What follows belongs to an exercise in optimizing a design on an open flow for small area, a short achievable clock period and few clock cycles per item; a production flow would make more cautious choices. Function was not checked in any run shown here: the RTL went through the layout flow alone.

## flow/design.v (module list and top-level ports; edited modules follow where they fit)
// module winnow_key: 1927 lines
module winnow_key (
    input  wire        clk,
    input  wire        rst,
    input  wire        req_valid,
    output wire        req_ready,
    input  wire [31:0] req_period,
    input  wire [9:0]  req_n_inst,
    input  wire [15:0] req_i_pred,
    input  wire        req_pol,
    input  wire [15:0] req_p_sw,
    input  wire [7:0]  req_k_th,
    input  wire [7:0]  req_th_code,
    input  wire        cell_valid,
    output wire        cell_ready,
    input  wire        cell_last,
    input  wire [15:0] cell_vcap,
    input  wire [18:0] cell_tau,
    input  wire [23:0] cell_cgain,
    input  wire [7:0]  cell_temp,
    input  wire        cell_ins,
    input  wire [9:0]  cell_pos,
    output reg         out_valid,
    output reg         out_last,
    output reg  [33:0] out_ck
);
  // ...
==> flow/flow/run.sh <==
#!/bin/bash
set -euo pipefail
bash standard.sh "BUFFER_PORTS_ARGS=-buffer_cell sky130_fd_sc_hd__buf_4" finish > flow_make.log 2>&1
==> flow/standard.sh <==
#!/bin/bash
# synth_recipe.tcl (not shown) runs the flow's synth.tcl, then flattens the netlist and writes it again
# the make line also repeats each setting of config.mk as NAME=value (left out here)
make -C /OpenROAD-flow-scripts/flow DESIGN_CONFIG=/design/flow/config.mk WORK_HOME=/design/flow/orfs CLKGATE_MAP_FILE= SYNTH_SCRIPT=/design/flow/synth_recipe.tcl "${@:-finish}"
==> flow/config.mk <==
export PLATFORM = sky130hd
export DESIGN_NAME = winnow_key
export DESIGN_NICKNAME = winnow_key
export VERILOG_FILES = /design/flow/design.v
export SDC_FILE = /design/flow/constraint.sdc
export NUM_CORES = 4
export LEC_CHECK = 0
export ABC_AREA = 1
export CAP_MARGIN = 20
export CORE_MARGIN = 2
export CORE_UTILIZATION = 40
export SLEW_MARGIN = 20
==> flow/constraint.sdc <==
create_clock -name core_clock -period 25.0 [get_ports {clk}]
set_input_delay 5.0000 -clock core_clock [delete_from_list [all_inputs] [get_ports {clk}]]
set_output_delay 5.0000 -clock core_clock [all_outputs]
set_load 0.01 [all_outputs]
==> impl_metrics.yaml, run 1 <==
synth:
  yosysWarnings: 2
  synth_xor_area_share_pct: 13.5
  ys_seq_area_share_pct: 17.9
setup_path:
  cp-end-kind: "register"
  rr_worst_depth: 20
  slowest_stage: "edfxtp_1"
  regToRegSetupSlack_ns: 18.65
drt:
  vias: 38959
  drcViolationCount: 0
timing:
  maxSlewViolCount: 0
  finClkSkew_ns: 0.0440
  hold_violations: 0
global_routing:
  grt_pass1_wl_mm: 219
  grt_max_degree: 63
  use_met1_pct: 31.0
  met3_usage_pct: 2.87
  grt-ovfl-total: 0
place:
  post_dp_cell_area_um2: 49500
  dp_hpwl_mm: 114
  pre_cts_slack_ns: 18.86
job:
  drv_cap: 0
cells_and_area:
  fin_nets: 6942
  layout-drive-gt1-share_pct: 6.57
  final_common_cell: "inv_1"
  final_area_um2: 51100
  final_core_util_pct: 44.0
  clockBufferCount: 62
min_path:
  whs_endpoint: "a_vcap[7]$_DFF_P_"
  holdPathStages: 0
  hold_path_class: "reg -> reg"
cts:
  post_cts_buffers: 0
  cts_buffers: 46
  hold_buffers: 0
  ctsRootBufferMaster: "clkbuf_16"
status:
  status: "timing/DRC/antenna clean"
die:
  die_y_um: 346
==> inputs of run 2 (changes only) <==
--- a/flow/design.v
+++ b/flow/design.v
@@ -20,99 +20,94 @@
     input  wire        cell_ins,
     input  wire [9:0]  cell_pos,
     output reg         out_valid,
     output reg         out_last,
     output reg  [33:0] out_ck
 );
     localparam integer MS = 2;               
     localparam integer MOD_CYC = (32 + MS - 1) / MS;   
+    localparam integer PW = MOD_CYC * MS;              
     localparam [5:0] READY_AT = (MOD_CYC >= 3) ? MOD_CYC - 3 : 0;
     reg        req_ready_r;
     reg        req_nld;        
     reg        cell_ready_r;
+    reg        cell_nrdy;      
     assign req_ready  = req_ready_r;
     assign cell_ready = cell_ready_r;
     reg [7:0]  r_one, r_two, r_neg;    
     reg        r_ip_sign, r_pol;
     reg [15:0] r_p_sw;
     reg [7:0]  r_k_th;
     reg [7:0]  r_th_code;
     reg [9:0]  r_n;
     reg [9:0]  rot;
-    reg [31:0] r_per;          
+    reg [PW-1:0] r_per;        
     reg [5:0]  mcnt;
     reg        mod_run;
-    wire req_fire  = req_valid && req_ready_r;
-    wire cell_fire = cell_valid && cell_ready_r;
+    wire req_fire  = req_valid && !req_nld;
+    wire cell_fire = cell_valid && !cell_nrdy;
     reg [9:0]  rem_c [0:MS];
     reg [10:0] rsh, rsub;
     integer mi;
     always @(*) begin
         rem_c[0] = rot;
         for (mi = 0; mi < MS; mi = mi + 1) begin
-            rsh  = {rem_c[mi], r_per[31 - mi]};
+            rsh  = {rem_c[mi], r_per[PW - 1 - mi]};
             rsub = rsh - {1'b0, r_n};
             rem_c[mi + 1] = rsub[10] ? rsh[9:0] : rsub[9:0];
         end
     end
     reg [7:0] ip_one, ip_two, ip_neg;
     reg [2:0] ipb;
     integer bi;
     always @(*) begin
         for (bi = 0; bi < 8; bi = bi + 1) begin
             ipb = {req_i_pred[2 * bi + 1], req_i_pred[2 * bi], (bi == 0) ? 1'b0 : req_i_pred[2 * bi - 1]};
             ip_one[bi] = ipb[1] ^ ipb[0];
             ip_two[bi] = (ipb[2] & ~ipb[1] & ~ipb[0]) | (~ipb[2] & ipb[1] & ipb[0]);
             ip_neg[bi] = ipb[2] & ~(ipb[1] & ipb[0]);
         end
     end
     reg        a_v, a_last;
+    wire req_rdy_nx  = rst || (!req_fire && ((a_v && a_last) || !req_nld));
+    wire cell_rdy_on = (req_fire && READY_AT == 0) || (mod_run && mcnt + 6'd1 == READY_AT);
+    wire cell_rdy_nx = !rst && !(cell_fire && cell_last) && (cell_rdy_on || !cell_nrdy);
     always @(posedge clk) begin
+        req_ready_r  <= req_rdy_nx;
+        req_nld      <= !req_rdy_nx;
+        cell_ready_r <= cell_rdy_nx;
+        cell_nrdy    <= !cell_rdy_nx;
         if (rst) begin
-            req_ready_r  <= 1'b1;
-            req_nld      <= 1'b0;
-            cell_ready_r <= 1'b0;
             mod_run      <= 1'b0;
             mcnt         <= 6'd0;
         end else begin
             if (req_fire) begin
-                req_ready_r <= 1'b0;
-                req_nld     <= 1'b1;
                 mod_run     <= 1'b1;
                 mcnt        <= 6'd0;
-                if (READY_AT == 0)
-                    cell_ready_r <= 1'b1;
-            end else if (a_v && a_last) begin
-                req_ready_r <= 1'b1;
-                req_nld     <= 1'b0;
             end
             if (mod_run) begin
                 mcnt <= mcnt + 6'd1;
-                if (mcnt + 6'd1 == READY_AT)
-                    cell_ready_r <= 1'b1;
                 if (mcnt + 6'd1 == MOD_CYC)
                     mod_run <= 1'b0;
             end
-            if (cell_fire && cell_last)
-                cell_ready_r <= 1'b0;
         end
     end
     always @(posedge clk) begin
         if (!req_nld) begin
             r_one     <= ip_one;
             r_two     <= ip_two;
             r_neg     <= ip_neg;
             r_ip_sign <= req_i_pred[15];
             r_pol     <= req_pol;
             r_p_sw    <= req_p_sw;
             r_k_th    <= req_k_th;
             r_th_code <= req_th_code;
             r_n       <= req_n_inst;
-            r_per     <= req_period;
+            r_per     <= {{(PW - 32){1'b0}}, req_period};
             rot       <= 10'd0;
         end else begin
             r_per <= r_per << MS;
             if (mod_run)
                 rot <= rem_c[MS];
         end
     end
     reg [9:0] tau_one, tau_two, tau_neg;
==> flow/flow/run.sh (replaced) <==
#!/bin/bash
set -euo pipefail
here=$(pwd)
res=$here/orfs/results/${FLOW_PLATFORM:-sky130hd}/winnow_key/base
args=("BUFFER_PORTS_ARGS=-buffer_cell sky130_fd_sc_hd__buf_4"
      "POST_GLOBAL_PLACE_TCL=$here/flow/input_buffers.tcl")
bash standard.sh "${args[@]}" "$res/1_2_yosys.v" > flow_make_synth.log 2>&1
cp "$res/1_2_yosys.v" "$here/1_2_yosys.standard.v"
python3 "$here/flow/fa_polarity.py" "$here/1_2_yosys.standard.v" "$res/1_2_yosys.v" > fa_polarity.log 2>&1
bash standard.sh "${args[@]}" finish > flow_make.log 2>&1
==> flow/flow/fa_polarity.py (new file) <==
#!/usr/bin/env python3
"""Remove inverters around full adders in a flat sky130 netlist.

A full adder is self-dual: FA(~a, ~b, ~c) = (~sum, ~cout). Flipping an adder
(complementing its inputs and outputs) moves inverters from one side of it to
the other; this script flips adders, one at a time, wherever that lowers the
number of inverters, until no flip does. Registers and every other cell are
left as they are. Usage: fa_polarity.py in.v out.v
"""
import re, sys

FA = "sky130_fd_sc_hd__fa_1"
INV = "sky130_fd_sc_hd__inv_1"
OUTPINS = {"X", "Y", "Q", "SUM", "COUT", "HI", "LO", "Q_N"}

src = open(sys.argv[1]).read()
inst_re = re.compile(r"^  (sky130_fd_sc_hd__\w+) (\S+)\s+\((.*?)\n  \);\n", re.S | re.M)
pin_re = re.compile(r"\.(\w+)\(([^()]*)\)")

cells = {}          # name -> [type, {pin: net}]
order = []
first = None
for m in inst_re.finditer(src):
    if first is None:
        first = m.start()
    name = m.group(2)
    cells[name] = [m.group(1), {p: n.strip() for p, n in pin_re.findall(m.group(3))}]
    order.append(name)
last = max(m.end() for m in inst_re.finditer(src))
head, tail = src[:first], src[last:]
ports = set()
for m in re.finditer(r"^\s*(input|output)\s+(?:\[(\d+):(\d+)\]\s+)?(\S+);", head, re.M):
    if m.group(2):
        for i in range(int(m.group(3)), int(m.group(2)) + 1):
            ports.add("%s[%d]" % (m.group(4), i))
    else:
        ports.add(m.group(4))

drv, loads = {}, {}
def index():
    drv.clear(); loads.clear()
    for n, (t, pins) in cells.items():
        for p, net in pins.items():
            if p in OUTPINS:
                drv[net] = (n, p)
            else:
                loads.setdefault(net, set()).add((n, p))
index()

def connect(inst, pin, net):
    old = cells[inst][1][pin]
    if pin in OUTPINS:
        if drv.get(old) == (inst, pin):
            del drv[old]
        drv[net] = (inst, pin)
    else:
        loads[old].discard((inst, pin))
        loads.setdefault(net, set()).add((inst, pin))
    cells[inst][1][pin] = net

def remove(inst):
    t, pins = cells.pop(inst)
    for p, net in pins.items():
        if p in OUTPINS:
            if drv.get(net) == (inst, p):
                del drv[net]
        else:
            loads[net].discard((inst, p))

cnt = [0]
newnets = []
def newnet():
    cnt[0] += 1
    n = "_fapol%d_" % cnt[0]
    newnets.append(n)
    return n

def add_inv(a, y):
    cnt[0] += 1
    name = "_fapolinv%d_" % cnt[0]
    cells[name] = [INV, {"A": a, "Y": y}]
    drv[y] = (name, "Y")
    loads.setdefault(a, set()).add((name, "A"))

def is_inv(n):
    return n in cells and cells[n][0] == INV

def inv_of(net):
    """An inverter whose input is net, or None."""
    for (n, p) in loads.get(net, ()):
        if is_inv(n):
            return n
    return None

def free_net(net):
    return net not in ports and net.startswith("_")

def delta(fa):
    d = 0
    pins = cells[fa][1]
    for p in ("A", "B", "CIN"):
        net = pins[p]
        dr = drv.get(net)
        if dr and is_inv(dr[0]):
            if len(loads[net]) == 1 and free_net(net):
                d -= 1
        elif inv_of(net) is None:
            d += 1
    for p in ("SUM", "COUT"):
        net = pins[p]
        invs = [n for (n, q) in loads.get(net, ()) if is_inv(n)]
        others = [1 for (n, q) in loads.get(net, ()) if not is_inv(n)]
        if net in ports:
            others.append(1)
        invs_ok = [n for n in invs if free_net(cells[n][1]["Y"])]
        if invs_ok:
            if not others:
                d -= 1
            d -= len(invs_ok) - 1
        else:
            d += 1
    return d

def flip(fa):
    pins = cells[fa][1]
    for p in ("A", "B", "CIN"):
        net = pins[p]
        dr = drv.get(net)
        if dr and is_inv(dr[0]):
            i = dr[0]
            connect(fa, p, cells[i][1]["A"])
            if not loads[net] and free_net(net):
                remove(i)
        else:
            i = inv_of(net)
            if i is not None:
                connect(fa, p, cells[i][1]["Y"])
            else:
                nn = newnet()
                add_inv(net, nn)
                connect(fa, p, nn)
    for p in ("SUM", "COUT"):
        net = pins[p]
        invs = [n for (n, q) in list(loads.get(net, ())) if is_inv(n) and free_net(cells[n][1]["Y"])]
        others = [(n, q) for (n, q) in list(loads.get(net, ())) if n not in invs]
        if invs:
            keep = cells[invs[0]][1]["Y"]          # carries the flipped adder's output
            for i in invs[1:]:                      # the same signal: merge into keep
                y = cells[i][1]["Y"]
                for (n, q) in list(loads.get(y, ())):
                    connect(n, q, keep)
                remove(i)
            i0 = invs[0]
            remove(i0)
            connect(fa, p, keep)
            if others or net in ports:
                add_inv(keep, net)                  # the old net keeps its value
        else:
            nn = newnet()
            connect(fa, p, nn)
            add_inv(nn, net)

fas = [n for n in order if cells[n][0] == FA]
before = sum(1 for n in cells if is_inv(n))
nflips = 0
changed = True
passes = 0
while changed and passes < 20:
    changed = False
    passes += 1
    for fa in fas:
        if delta(fa) < 0:
            flip(fa)
            nflips += 1
            changed = True
after = sum(1 for n in cells if is_inv(n))
sys.stderr.write("fa_polarity: inverters %d -> %d in %d passes\n" % (before, after, passes))

# drop inverters left without loads (outputs on internal nets only)
for n in [n for n in cells if is_inv(n)]:
    y = cells[n][1]["Y"]
    if not loads.get(y) and free_net(y):
        remove(n)

out = [head.rstrip("\n") + "\n"]
for n in newnets:
    out.append("  wire %s;\n" % n)
for n, (t, pins) in cells.items():
    body = ",\n".join("    .%s(%s%s)" % (p, net, " " if net.startswith("\\") else "")
                       for p, net in pins.items())
    out.append("  %s %s (\n%s\n  );\n" % (t, n, body))
out.append(tail)
open(sys.argv[2], "w").write("".join(out))
==> flow/flow/input_buffers.tcl (new file) <==
# After global placement: the standard flow has buffered every port with
# sky130_fd_sc_hd__buf_4 (BUFFER_PORTS_ARGS in run.sh); the inputs have timing
# slack, so their buffers are made sky130_fd_sc_hd__buf_1. The output buffers,
# which drive the output load, stay buf_4.
set n 0
foreach inst [get_cells input*] {
  if { [get_property $inst ref_name] == "sky130_fd_sc_hd__buf_4" } {
    replace_cell $inst sky130_fd_sc_hd__buf_1
    incr n
  }
}
puts "input port buffers made sky130_fd_sc_hd__buf_1: $n"
==> flow/config.mk (replaced) <==
export PLATFORM = sky130hd
export DESIGN_NAME = winnow_key
export DESIGN_NICKNAME = winnow_key
export VERILOG_FILES = /design/flow/design.v
export SDC_FILE = /design/flow/constraint.sdc
export NUM_CORES = 4
export LEC_CHECK = 0
export ABC_AREA = 1
export CAP_MARGIN = 20
export CORE_MARGIN = 2
export CORE_UTILIZATION = 55
export CTS_CLUSTER_DIAMETER = 100
export CTS_CLUSTER_SIZE = 24
export SLEW_MARGIN = 20
==> run 2 against run 1 <==
Net effect: still clean on timing, DRC and antenna; routed wire length down 7.7%; sequential share of layout area rose by 1.8 points; non-clock buffer count shrank 2; clock skew shrank 0.0081 ns; area after synthesis fell by 6.5%; hold slack better by 0.024 ns; via count is 8.5% lower; critical path depth decreased by 3; cell count decreased by 18%; largest cell class unchanged.
==> impl_metrics.yaml, run 2 <==
synth:
  syn_inst: 5081
  synth_area_um2: 43800
  synth_nets: 6093
  postSynthAreaPerCell_um2: 8.62
  yosysWarnings: 2
timing:
  hold_violations: 0
  fin_crit_ns: 6.40
  fmax_mhz: 156
  maxSlewViolCount: 0
  timing.setup.tns_ns: 0
  finalCritPeriodShare_pct: 25.6
  rsz0062_at_grt: "no"
  setup_ws_ns: 18.60
  setup_viol: 0
  slew_headroom_pct: 18.9
  worst-slew-pin-transition_ns: 1.21
  finClkSkew_ns: 0.0359
global_routing:
  grt.total_usage_pct: 31.2
  busiest_layer: "met2"
  use_met1_pct: 42.8
  grt_max_degree: 65
  grt-ovfl-total: 0
  grt_pass1_wl_mm: 202
  grt_pass1_vias: 36023
  antenna_found_initial: 1
  met3_usage_pct: 5.30
  met2_usage_pct: 50.1
setup_path:
  slowest_stage: "fa_1"
  crit_path_max_fanout: 25
  cp-start-kind: "register"
  cp_common_cell: "fa_1"
  setup.worst_path.class: "reg -> reg"
  critPathMaxStageDelay_ns: 0.57
  rr_worst_depth: 17
  cp.required_ns: 25.51
  crit_arrival_ns: 6.92
  critical_path.cell_chain: "clkinv_1, buf_4, o22ai_1, ha_1, fa_1, fa_1, fa_1, fa_1, ha_1, a21o_1, a21boi_1, o21ai_1, a21oi_1, nand3_1, a21oi_1, o21ai_1, xor2_1"
  cp-end-kind: "register"
drt:
  vias: 35630
  wl_per_cell_um: 20.8
  drcViolationCount: 0
  finalWirelength_mm: 128
  viasPerCell: 5.80
  drtIter0Drc: 2682
  ant_nets: 0
  dr.pass1.iters: 6
min_path:
  holdPathStages: 0
  hold_path_class: "reg -> reg"
cells_and_area:
  top_regs: "a_t x43, out_ck x34, r_per x32"
  fin_nets: 6084
  layout-drive-gt1-share_pct: 3.56
  final_area_um2: 46100
  final_cell_mix: "xnor2_1, nand2_1, o22ai_1"
  regMostFlops: "a_t"
  largest_register_ffs: 43
  final_core_util_pct: 58.5
  syn_to_final_growth_pct: 5.25
  final_common_cell: "xnor2_1"
job:
  drv_cap: 0
status:
  status: "timing/DRC/antenna clean"
die:
  ios: 212
  die_x_um: 286
  die_y_um: 286
  num_rows: 103
  initial_utilization_pct: 55.5
  core_um2: 78900
  dieArea_um2: 81900
cts:
  ctsRootBufferMaster: "clkbuf_16"
  hold_buffers: 0
  clk_pin_slew_ns: 0.09
  clock_sinks: 385
  post_cts_buffers: 0
  worstSkewPairLatency_ns: 0.64
  cts_max_level: 1
  ctsResizeCount: 0
  clockBufferDepth: 3
  cts_tree: "yes"
  cts_buffers: 26
place:
  dp_hpwl_mm: 104
  pre_cts_slack_ns: 18.76
  post_dp_cell_area_um2: 45200
  port_buffers: 211
## run 2: final timing paths
kind | start | end | slack (ns)
setup / recovery | r_one[0]$_DFFE_PN_ | b_vs[15]$_DFF_P_ | 18.60
setup reg to reg | r_one[0]$_DFFE_PN_ | b_vs[15]$_DFF_P_ | 18.60
hold / removal | s0_vcap[14]$_DFF_P_ | a_vcap[14]$_DFF_P_ | 0.32
hold reg to reg | s0_vcap[14]$_DFF_P_ | a_vcap[14]$_DFF_P_ | 0.32
## run 2: worst max-delay path: cells and delay by family, from the launching register on
kind	cells	cell delay (ns)
buffers and inverters	2	0.94
AND/OR/NAND/NOR	1	0.35
flip-flops	1	0.55
XOR/XNOR	1	0.15
adder cells (fa/ha/maj)	6	2.59
AO/OA/AOI/OAI	7	1.70
## run 2: metrics by stage
stage | hold WS, ns | std cells
after floorplan | 0.310 | 5081
after global placement | 0.310 | 6094
after detailed placement | 0.313 | 6094
after CTS | 0.331 | 6140
after global routing | 0.327 | 6141
final | 0.324 | 6141
## run 2: cell type report
type	count	area, um^2
Antenna cell	1	2.50
Clock buffer	33	712
Clock inverter	13	209
Fill cell	7441	32800
Inverter	574	2160
Multi-Input combinational cell	3838	32100
Sequential cell	385	8390
Tap cell	1050	1310
Timing Repair Buffer	247	1200
## run 2: per-layer routing
layer | part of all wire, % | vias up
met5 | 0.0086 | -
met2 | 45 | 1282
li1 | - | 17032
met4 | 4.0 | 2
met3 | 7.4 | 207
met1 | 44 | 17107

==> static timing again, ports no longer ideal <==
Ports are ideal in the flow. The routed layouts listed here were re-timed in OpenROAD.
Step 1: set_driving_cell puts a clkbuf_16 on clk and a buf_2 on each other input, an assumption about the parent block.
Step 2 also shifts input and output timing later by t, the mid clock arrival at the registers, as if the neighbouring blocks saw the same clock.
Three values: no drivers, after step 1, after step 2; two values: the first two.
run	shift t [ns]	setup slack, ns	worst setup path at the end	worst slew at a driven data input, ns
run 1	0.690	18.649 / 18.649 / 18.649	register to register	0.07
run 2	0.692	18.597 / 18.597 / 18.597	register to register	0.06
After both steps setup and hold are still met in every run listed.
